This design comes from an exercise in tuning for small area and a short achievable clock period on the open sky130 flow, not from production work.
In this exercise RTL edits were held to simulation tests only and were not proved equivalent to the original.
Power and IR drop assume default switching activity.

Setup of run 1:
Design xf_add, start of the top module:
module xf_add (
    input  wire         clk,
    input  wire         rst,
    input  wire         in_valid,
    input  wire [159:0] in_a,
    input  wire [159:0] in_b,
    output reg          out_valid,
    output reg  [159:0] out_s,
    output reg  [2:0]   out_flags    
);
    localparam K1 = 0;               
    localparam W  = 64;              
    wire [127:0] p1_big, p1_part;
    wire [6:0]   p1_n;
    wire         p1_lost;
    wire [9:0]   p1_g;
    wire [1:0]   p1_cls;
    wire         p1_sat, p1_inex, p1_invalid;
    xf_add_front #(.K1(K1)) u_front (
        .a(in_a), .b(in_b),
        .big(p1_big), .part(p1_part), .n(p1_n), .lost(p1_lost),
        .g(p1_g), .cls(p1_cls), .sat(p1_sat), .inex(p1_inex),
        .invalid(p1_invalid)
    );
    reg         r1_valid;
    reg [127:0] r1_big, r1_part;
    reg [6:0]   r1_n;
    reg         r1_lost;
    reg [9:0]   r1_g;
    reg [1:0]   r1_cls;
    reg         r1_sat, r1_inex, r1_invalid;
    always @(posedge clk) begin
        if (rst)
            r1_valid <= 1'b0;
        else
            r1_valid <= in_valid;
        r1_big     <= p1_big;
        r1_part    <= p1_part;
        r1_n       <= p1_n;
        r1_lost    <= p1_lost;
        r1_g       <= p1_g;
        r1_cls     <= p1_cls;
        r1_sat     <= p1_sat;
        r1_inex    <= p1_inex;
        r1_invalid <= p1_invalid;
    end
    wire [127:W] p2_big_hi, p2_al_hi;
    wire [W-1:0] p2_sum_lo;
    wire         p2_c, p2_lost;
    xf_add_mid #(.K1(K1), .W(W)) u_mid (
        .big(r1_big), .part(r1_part), .n(r1_n), .lost_in(r1_lost),
        .big_hi(p2_big_hi), .al_hi(p2_al_hi), .sum_lo(p2_sum_lo),
  ...
clock: 12.0 ns
lec_check: 0
cap_margin: 20
core_margin: 2
core_utilization: 55
slew_margin: 20
standard.sh (not shown) runs the stock make flow with config.mk's settings and CLKGATE_MAP_FILE= SYNTH_SCRIPT=/design/flow/synth_recipe.tcl, a recipe that flattens the netlist after the stock synthesis.
==> flow/flow/run.sh <==
#!/bin/bash
# The standard layout, with timing repair (after CTS and after global
# routing) aiming for setup slack of at least 7 ns at the design's period.
set -euo pipefail
bash standard.sh SETUP_SLACK_MARGIN=7 finish > standard_flow.log 2>&1
Run 1: PASS, flow complete, no timing, DRC or antenna violations
The following lists how run 2 was set up differently from run 1:
==> flow/run.sh (new file) <==
#!/bin/bash
# synth_recipe.tcl (not shown) runs the flow's synth.tcl, then flattens the netlist and writes it again
# the make line also repeats each setting of config.mk as NAME=value (left out here)
make -C /OpenROAD-flow-scripts/flow DESIGN_CONFIG=/design/flow/config.mk WORK_HOME=/design/flow/orfs CLKGATE_MAP_FILE= SYNTH_SCRIPT=/design/flow/synth_recipe.tcl finish
removed: flow/flow/run.sh
removed: flow/standard.sh
[summary]
Every stage of the flow completed for run 2, and the final layout passed the timing, DRC and antenna checks.
Compared with run 1, run 2 shows a sequential share of layout area that is 2.2 points higher.
Lower maximum vdd ir drop was reported by run 2, not run 1.
Run 2 vs. run 1: wire length went down, final worst hold slack shows an increase of 0.015 ns.
Number of levels in the clock H-tree: run 1 vs run 2 identical
The routed length per placed instance in run 1 is 1.09 times that in run 2.
The cell count after placement on run 2 is in line with that on run 1.
Against run 1, non-clock buffer count in run 2 fell by more than 10%.
The maximum frequency number comes out lower for run 2 vs run 1.
Run 2 against run 1: final instance area now sits lower, initial DRC count now sits lower.
Here is what was changed in the inputs of run 3 compared with run 2.
diff --git a/flow/config.mk b/flow/config.mk
--- a/flow/config.mk
+++ b/flow/config.mk
@@ -10,0 +11 @@
+export SETUP_SLACK_MARGIN = 5
[summary]
- Post-layout worst setup margin: run 3 vs run 2 up 0.34 ns
- The higher highest achievable clock rate came out of run 3.
- Compared run 3 against run 2; final area within noise.
- Run 2 → run 3: number of vias in the routed layout has remained practically unchanged; total of endpoints with negative setup slack in the final report has remained practically unchanged; non-clock buffer count has remained practically unchanged.
- Post-route fraction of the period consumed by the critical path for run 3: 2.8 points down relative to run 2
- Run 2 -> run 3: fraction of power consumed by combinational cells flat
- On total power draw, run 2 and run 3 are neck and neck.


== JK ==
The RTL this note starts from:
==> flow/design.v <==
module xf_add_front (
    input  wire [159:0] a,
    input  wire [159:0] b,
    output wire         a_ge,     
    output wire [6:0]   n,        
    output wire         clamp,    
    output wire [1:0]   cls,
    output wire         finite,
    output wire         sat,
    output wire         inex,
    output wire         invalid
);
    wire a_bad = (a[143:137] != 7'h00 && a[143:137] != 7'h7f) ||
                 (a[151:148] != 4'd0) || (a[159:152] != 8'd0);
    wire b_bad = (b[143:137] != 7'h00 && b[143:137] != 7'h7f) ||
                 (b[151:148] != 4'd0) || (b[159:152] != 8'd0);
    wire [1:0] a_cls = a_bad ? 2'd1 : a[145:144];
    wire [1:0] b_cls = b_bad ? 2'd1 : b[145:144];
    wire a_nan = (a_cls == 2'd1);
    wire b_nan = (b_cls == 2'd1);
    wire inf_mix = a_cls[1] & b_cls[1] & (a_cls[0] ^ b_cls[0]);
    assign finite  = (a_cls == 2'd0) & (b_cls == 2'd0);
    assign cls     = (a_nan | b_nan | inf_mix) ? 2'd1 :
                     (a_cls != 2'd0) ? a_cls : b_cls;
    assign invalid = a_bad | b_bad | (inf_mix & ~a_nan & ~b_nan);
    assign sat     = a[146] | b[146];
    assign inex    = a[147] | b[147];
    wire [9:0] ga = a[137:128];
    wire [9:0] gb = b[137:128];
    wire [7:0] dl_ab_w = {1'b0, ga[6:0]} - {1'b0, gb[6:0]};
    wire [7:0] dl_ba_w = {1'b0, gb[6:0]} - {1'b0, ga[6:0]};
    wire       bw_ab = dl_ab_w[7];
    wire       bw_ba = dl_ba_w[7];
    wire signed [3:0] dh0_ab = {ga[9], ga[9:7]} - {gb[9], gb[9:7]};
    wire signed [3:0] dh0_ba = {gb[9], gb[9:7]} - {ga[9], ga[9:7]};
    wire c_ab = bw_ab ? (dh0_ab >= 4'sd2) : (dh0_ab >= 4'sd1);
    wire c_ba = bw_ba ? (dh0_ba >= 4'sd2) : (dh0_ba >= 4'sd1);
    assign a_ge  = bw_ab ? (dh0_ab >= 4'sd1) : (dh0_ab >= 4'sd0);
    assign clamp = a_ge ? c_ab : c_ba;
    assign n     = a_ge ? dl_ab_w[6:0] | {7{c_ab}} : dl_ba_w[6:0] | {7{c_ba}};
endmodule
module xf_add_align (
    input  wire [127:0] va,
    input  wire [127:0] vb,
    input  wire         a_ge,
    input  wire [6:0]   n,
    input  wire         clamp,
    input  wire [9:0]   ga,
    input  wire [9:0]   gb,
    output wire [9:0]   g,        
    output wire [127:0] big,      
    output wire [127:0] y,        
    output wire         lost
);
    assign g = a_ge ? ga : gb;
    assign big = a_ge ? va : vb;
    wire [127:0] v = a_ge ? vb : va;
    wire [127:0] x [0:7];
    wire [7:0]   l;
    assign x[0] = v;
    assign l[0] = clamp & v[127];
    genvar k;
    generate
        for (k = 0; k < 7; k = k + 1) begin : g_st
            localparam integer S = 64 >> k;
            assign x[k+1] = n[6-k] ? {{S{x[k][127]}}, x[k][127:S]} : x[k];
            assign l[k+1] = l[k] | (n[6-k] & |x[k][S-1:0]);
        end
    endgenerate
    assign y    = x[7];
    assign lost = l[7];
endmodule
module xf_add_sum (
    input  wire [127:0] a,
    input  wire [127:0] b,
    output wire [127:0] sum,
    output wire         ovf_pos,
    output wire         ovf_neg
);
    wire c_top;
    xf_bk #(.N(128), .L(7)) u_add (.a(a), .b(b), .cin(1'b0),
                                   .s(sum), .cout(c_top));
    wire s128 = a[127] ^ b[127] ^ c_top;
    assign ovf_pos = ~s128 & sum[127];
    assign ovf_neg = s128 & ~sum[127];
endmodule
module xf_add_sat (
    input  wire [127:0] sum,
    input  wire         ovf_pos,
    input  wire         ovf_neg,
    input  wire         finite,
    output wire [127:0] v
);
    assign v = {128{finite}} &
               {sum[127] & ~ovf_pos | ovf_neg,
                (sum[126:0] | {127{ovf_pos}}) & ~{127{ovf_neg}}};
endmodule
module xf_bk #(
    parameter N = 64,
    parameter L = 6
) (
    input  wire [N-1:0] a,
    input  wire [N-1:0] b,
    input  wire         cin,
    output wire [N-1:0] s,
    output wire         cout
);
    wire [N-1:0] p = a ^ b;
    wire [N-1:0] gu [0:L];
    wire [N-1:0] pu [0:L];
    assign gu[0] = (a & b) | {{(N-1){1'b0}}, p[0] & cin};
    assign pu[0] = p;
    genvar l, i;
    generate
        for (l = 0; l < L; l = l + 1) begin : up
            for (i = 0; i < N; i = i + 1) begin : b
                if ((i + 1) % (2 << l) == 0) begin : n
                    assign gu[l+1][i] = gu[l][i] | (pu[l][i] & gu[l][i - (1 << l)]);
                    assign pu[l+1][i] = pu[l][i] & pu[l][i - (1 << l)];
                end else begin : t
                    assign gu[l+1][i] = gu[l][i];
                    assign pu[l+1][i] = pu[l][i];
                end
            end
        end
    endgenerate
    wire [N-1:0] gd [0:L];
    assign gd[L] = gu[L];
    generate
        for (l = L - 1; l >= 0; l = l - 1) begin : dn
            for (i = 0; i < N; i = i + 1) begin : b
                if ((i + 1) % (2 << l) == (1 << l) && i >= (2 << l)) begin : n
                    assign gd[l][i] = gd[l+1][i] | (pu[l][i] & gd[l+1][i - (1 << l)]);
                end else begin : t
                    assign gd[l][i] = gd[l+1][i];
                end
            end
        end
    endgenerate
    assign s    = p ^ {gd[0][N-2:0], cin};
    assign cout = gd[0][N-1];
endmodule
module xf_add (
    input  wire         clk,
    input  wire         rst,
    input  wire         in_valid,
    input  wire [159:0] in_a,
    input  wire [159:0] in_b,
    output reg          out_valid,
    output reg  [159:0] out_s,
    output reg  [2:0]   out_flags    
);
    wire         p1_a_ge;
    wire [6:0]   p1_n;
    wire         p1_clamp;
    wire [1:0]   p1_cls;
    wire         p1_finite, p1_sat, p1_inex, p1_invalid;
    xf_add_front u_front (
        .a(in_a), .b(in_b),
        .a_ge(p1_a_ge), .n(p1_n), .clamp(p1_clamp),
        .cls(p1_cls), .finite(p1_finite), .sat(p1_sat), .inex(p1_inex),
        .invalid(p1_invalid)
    );
    reg         r1_valid;
    reg [127:0] r1_va, r1_vb;
    reg         r1_a_ge;
    reg [6:0]   r1_n;
    reg         r1_clamp;
    reg [9:0]   r1_ga, r1_gb;
    reg [1:0]   r1_cls;
    reg         r1_finite, r1_sat, r1_inex, r1_invalid;
    always @(posedge clk) begin
        if (rst)
            r1_valid <= 1'b0;
        else
            r1_valid <= in_valid;
        r1_va      <= in_a[127:0];
        r1_vb      <= in_b[127:0];
        r1_a_ge    <= p1_a_ge;
        r1_n       <= p1_n;
        r1_clamp   <= p1_clamp;
        r1_ga      <= in_a[137:128];
        r1_gb      <= in_b[137:128];
        r1_cls     <= p1_cls;
        r1_finite  <= p1_finite;
        r1_sat     <= p1_sat;
        r1_inex    <= p1_inex;
        r1_invalid <= p1_invalid;
    end
    wire [127:0] p2_big, p2_al;
    wire [9:0]   p2_g;
    wire         p2_lost;
    xf_add_align u_align (
        .va(r1_va), .vb(r1_vb), .a_ge(r1_a_ge), .n(r1_n), .clamp(r1_clamp), .ga(r1_ga), .gb(r1_gb), .g(p2_g),
        .big(p2_big), .y(p2_al), .lost(p2_lost)
    );
    reg         r2_valid;
    reg [127:0] r2_big, r2_al;
    reg         r2_lost;
    reg [9:0]   r2_g;
    reg [1:0]   r2_cls;
    reg         r2_finite, r2_sat, r2_inex, r2_invalid;
    always @(posedge clk) begin
        if (rst)
            r2_valid <= 1'b0;
        else
            r2_valid <= r1_valid;
        r2_big     <= p2_big;
        r2_al      <= p2_al;
        r2_lost    <= p2_lost;
        r2_g       <= p2_g;
        r2_cls     <= r1_cls;
        r2_finite  <= r1_finite;
        r2_sat     <= r1_sat;
        r2_inex    <= r1_inex;
        r2_invalid <= r1_invalid;
    end
    wire [127:0] p3_sum, p3_v;
    wire         p3_ovf_pos, p3_ovf_neg;
    xf_add_sum u_sum (
        .a(r2_big), .b(r2_al),
        .sum(p3_sum), .ovf_pos(p3_ovf_pos), .ovf_neg(p3_ovf_neg)
    );
    xf_add_sat u_sat (
        .sum(p3_sum), .ovf_pos(p3_ovf_pos), .ovf_neg(p3_ovf_neg),
        .finite(r2_finite), .v(p3_v)
    );
    wire p3_ovf  = r2_finite & (p3_ovf_pos | p3_ovf_neg);
    wire p3_lost = r2_finite & r2_lost;
    always @(posedge clk) begin
        if (rst)
            out_valid <= 1'b0;
        else
            out_valid <= r2_valid;
        out_s     <= {12'd0, r2_inex | p3_lost, r2_sat | p3_ovf, r2_cls,
                      {6{r2_finite & r2_g[9]}}, {10{r2_finite}} & r2_g, p3_v};
        out_flags <= {r2_invalid, p3_ovf, p3_lost};
    end
endmodule
export LEC_CHECK = 0
export ABC_AREA = 1
export CAP_MARGIN = 40
export CORE_MARGIN = 2
export CORE_UTILIZATION = 62
export SLEW_MARGIN = 40
export TNS_END_PERCENT = 20
create_clock -name core_clock -period 12.0 [get_ports {clk}]
==> flow/flow/run.sh <==
#!/bin/bash
# The standard layout, with two changes: timing repair (after CTS and after
# global routing) aims for setup slack of at least 8 ns at the design's
# period, and every port still gets a buffer, but the smallest one
# (buf_1) instead of the clkdlybuf4s50_1 that buffer_ports picks by itself.
set -euo pipefail
bash standard.sh SETUP_SLACK_MARGIN=8 \
  "BUFFER_PORTS_ARGS=-buffer_cell sky130_fd_sc_hd__buf_1" \
  finish > standard_flow.log 2>&1
Looking at the reports, JK completed the entire flow and the layout it produced met the timing, DRC and antenna checks.
The following lists how MS was set up differently from JK:
# JK
export LEC_CHECK = 0
export ABC_AREA = 1
export CAP_MARGIN = 40
export CORE_MARGIN = 2
export CORE_UTILIZATION = 62
export SLEW_MARGIN = 40
export TNS_END_PERCENT = 20
create_clock -name core_clock -period 12.0 [get_ports {clk}]
# MS
export LEC_CHECK = 0
export ABC_AREA = 1
export CAP_MARGIN = 20
export CORE_MARGIN = 2
export CORE_UTILIZATION = 55
export SLEW_MARGIN = 20
create_clock -name core_clock -period 12.0 [get_ports {clk}]
--- a/flow/flow/run.sh
+++ b/flow/flow/run.sh
@@ -3 +3 @@
-# global routing) aims for setup slack of at least 8 ns at the design's
+# global routing) aims for setup slack of at least 9 ns at the design's
@@ -7 +7 @@
-bash standard.sh SETUP_SLACK_MARGIN=8 \
+bash standard.sh SETUP_SLACK_MARGIN=9 \
Findings:
The sole clean run among JK and MS is JK.
MS: complete, dirty (capacitance limit, slew limit)
MS: internal power consumption about 4.3% above JK
Summary — cell depth of the worst flop-to-flop path, MS relative to JK: lower, by about 17%.
| final period utilization | MS vs JK | 2.1 points lower |
Comparing the two runs side by side, MS comes out ahead of JK on register-to-register slack.
diff inputs: MS => AL
# MS
export LEC_CHECK = 0
export ABC_AREA = 1
export CAP_MARGIN = 20
export CORE_MARGIN = 2
export CORE_UTILIZATION = 55
export SLEW_MARGIN = 20
create_clock -name core_clock -period 12.0 [get_ports {clk}]
# AL
export LEC_CHECK = 0
export ABC_AREA = 1
export CAP_MARGIN = 20
export CORE_MARGIN = 2
export CORE_UTILIZATION = 55
export SLEW_MARGIN = 20
export TNS_END_PERCENT = 20
create_clock -name core_clock -period 12.0 [get_ports {clk}]
--- a/flow/flow/run.sh
+++ b/flow/flow/run.sh
@@ -3 +3 @@
-# global routing) aims for setup slack of at least 9 ns at the design's
+# global routing) aims for setup slack of at least 8 ns at the design's
@@ -7 +7 @@
-bash standard.sh SETUP_SLACK_MARGIN=9 \
+bash standard.sh SETUP_SLACK_MARGIN=8 \
AL: no failed stages, no open violations at the end
Overall power of the completed layout, AL vs MS: down by a few percent
Of AL and MS, the higher internal cell power belongs to MS.
Diff MS -> AL | count of non-CTS buffers in the layout | down by more than 10%
In AL the final hold slack turned out 0.0032 ns higher than in MS.
Wire length after detailed routing: AL vs MS down 13 mm
MS ended up with sky130_fd_sc_hd__ha_1 as its cell type of the slowest stage on the worst timing path; AL ended up with sky130_fd_sc_hd__dfxtp_1.
Between MS and AL, the flow reports post-cts sizing count decreasing by more than half.
Between AL and MS, total area of sequential cells is lower for AL, MS comes in above that.
Number of pins with negative max-slew slack in the final report down 7 in AL wrt MS
AL — sequential share of layout area 2.2 points higher, MS as reference
AL vs. MS: static leakage went down by about 7%.
Total number of vias was higher in the run labelled MS.
Setup changes, AL to TR
# AL
export LEC_CHECK = 0
export ABC_AREA = 1
export CAP_MARGIN = 20
export CORE_MARGIN = 2
export CORE_UTILIZATION = 55
export SLEW_MARGIN = 20
export TNS_END_PERCENT = 20
create_clock -name core_clock -period 12.0 [get_ports {clk}]
# TR
export LEC_CHECK = 0
export ABC_AREA = 1
export CAP_MARGIN = 40
export CORE_MARGIN = 2
export CORE_UTILIZATION = 55
export SLEW_MARGIN = 40
export TNS_END_PERCENT = 20
create_clock -name core_clock -period 12.0 [get_ports {clk}]
[summary]
Total length of routed met2 wires essentially unchanged between AL and TR. The power was comparable across TR and AL. Of TR and AL, the higher final worst-path cycle share belongs to AL. Comparing TR and AL, the higher part of the power in combinational logic is on TR.

static timing again, ports no longer ideal:
No port has a modelled driver above. Below, the same layouts with a new extraction and two added sets of constraints. Step 1 sets driving cells, clkbuf_16 on the clock port and buf_2 on the other inputs (assumed; they add their load-dependent delay and slew). Step 2 times the ports against the registers' clock, not the clock port: input delays grow and output delays shrink by t, the midpoint of the rising clock arrivals with the driver on. Slacks: no drivers / after step 1 / after step 2; pairs: no drivers / after step 1.
| run | shift t [ns] | slack for setup (ns) | worst hold slack (ns) |
|---|---|---|---|
| run 1 | 0.704 | 6.571 / 6.571 / 6.432 | 0.306 / 0.306 / 0.306 |
| run 2 | 0.677 | 5.049 / 5.049 / 5.049 | 0.321 / 0.321 / 0.321 |
| run 3 | 0.678 | 5.389 / 5.389 / 5.385 | 0.321 / 0.321 / 0.321 |
| JK | 0.686 | 8.008 / 8.008 / 7.473 | 0.325 / 0.325 / 0.325 |
| MS | 0.696 | 8.258 / 8.258 / 7.796 | 0.322 / 0.322 / 0.322 |
| AL | 0.677 | 7.975 / 7.975 / 7.545 | 0.326 / 0.326 / 0.326 |
| TR | 0.675 | 8.092 / 8.092 / 7.500 | 0.326 / 0.326 / 0.326 |
The setup slack of TR, which loses most, moves by 0.000 ns with the drivers and by -0.592 ns with both steps.
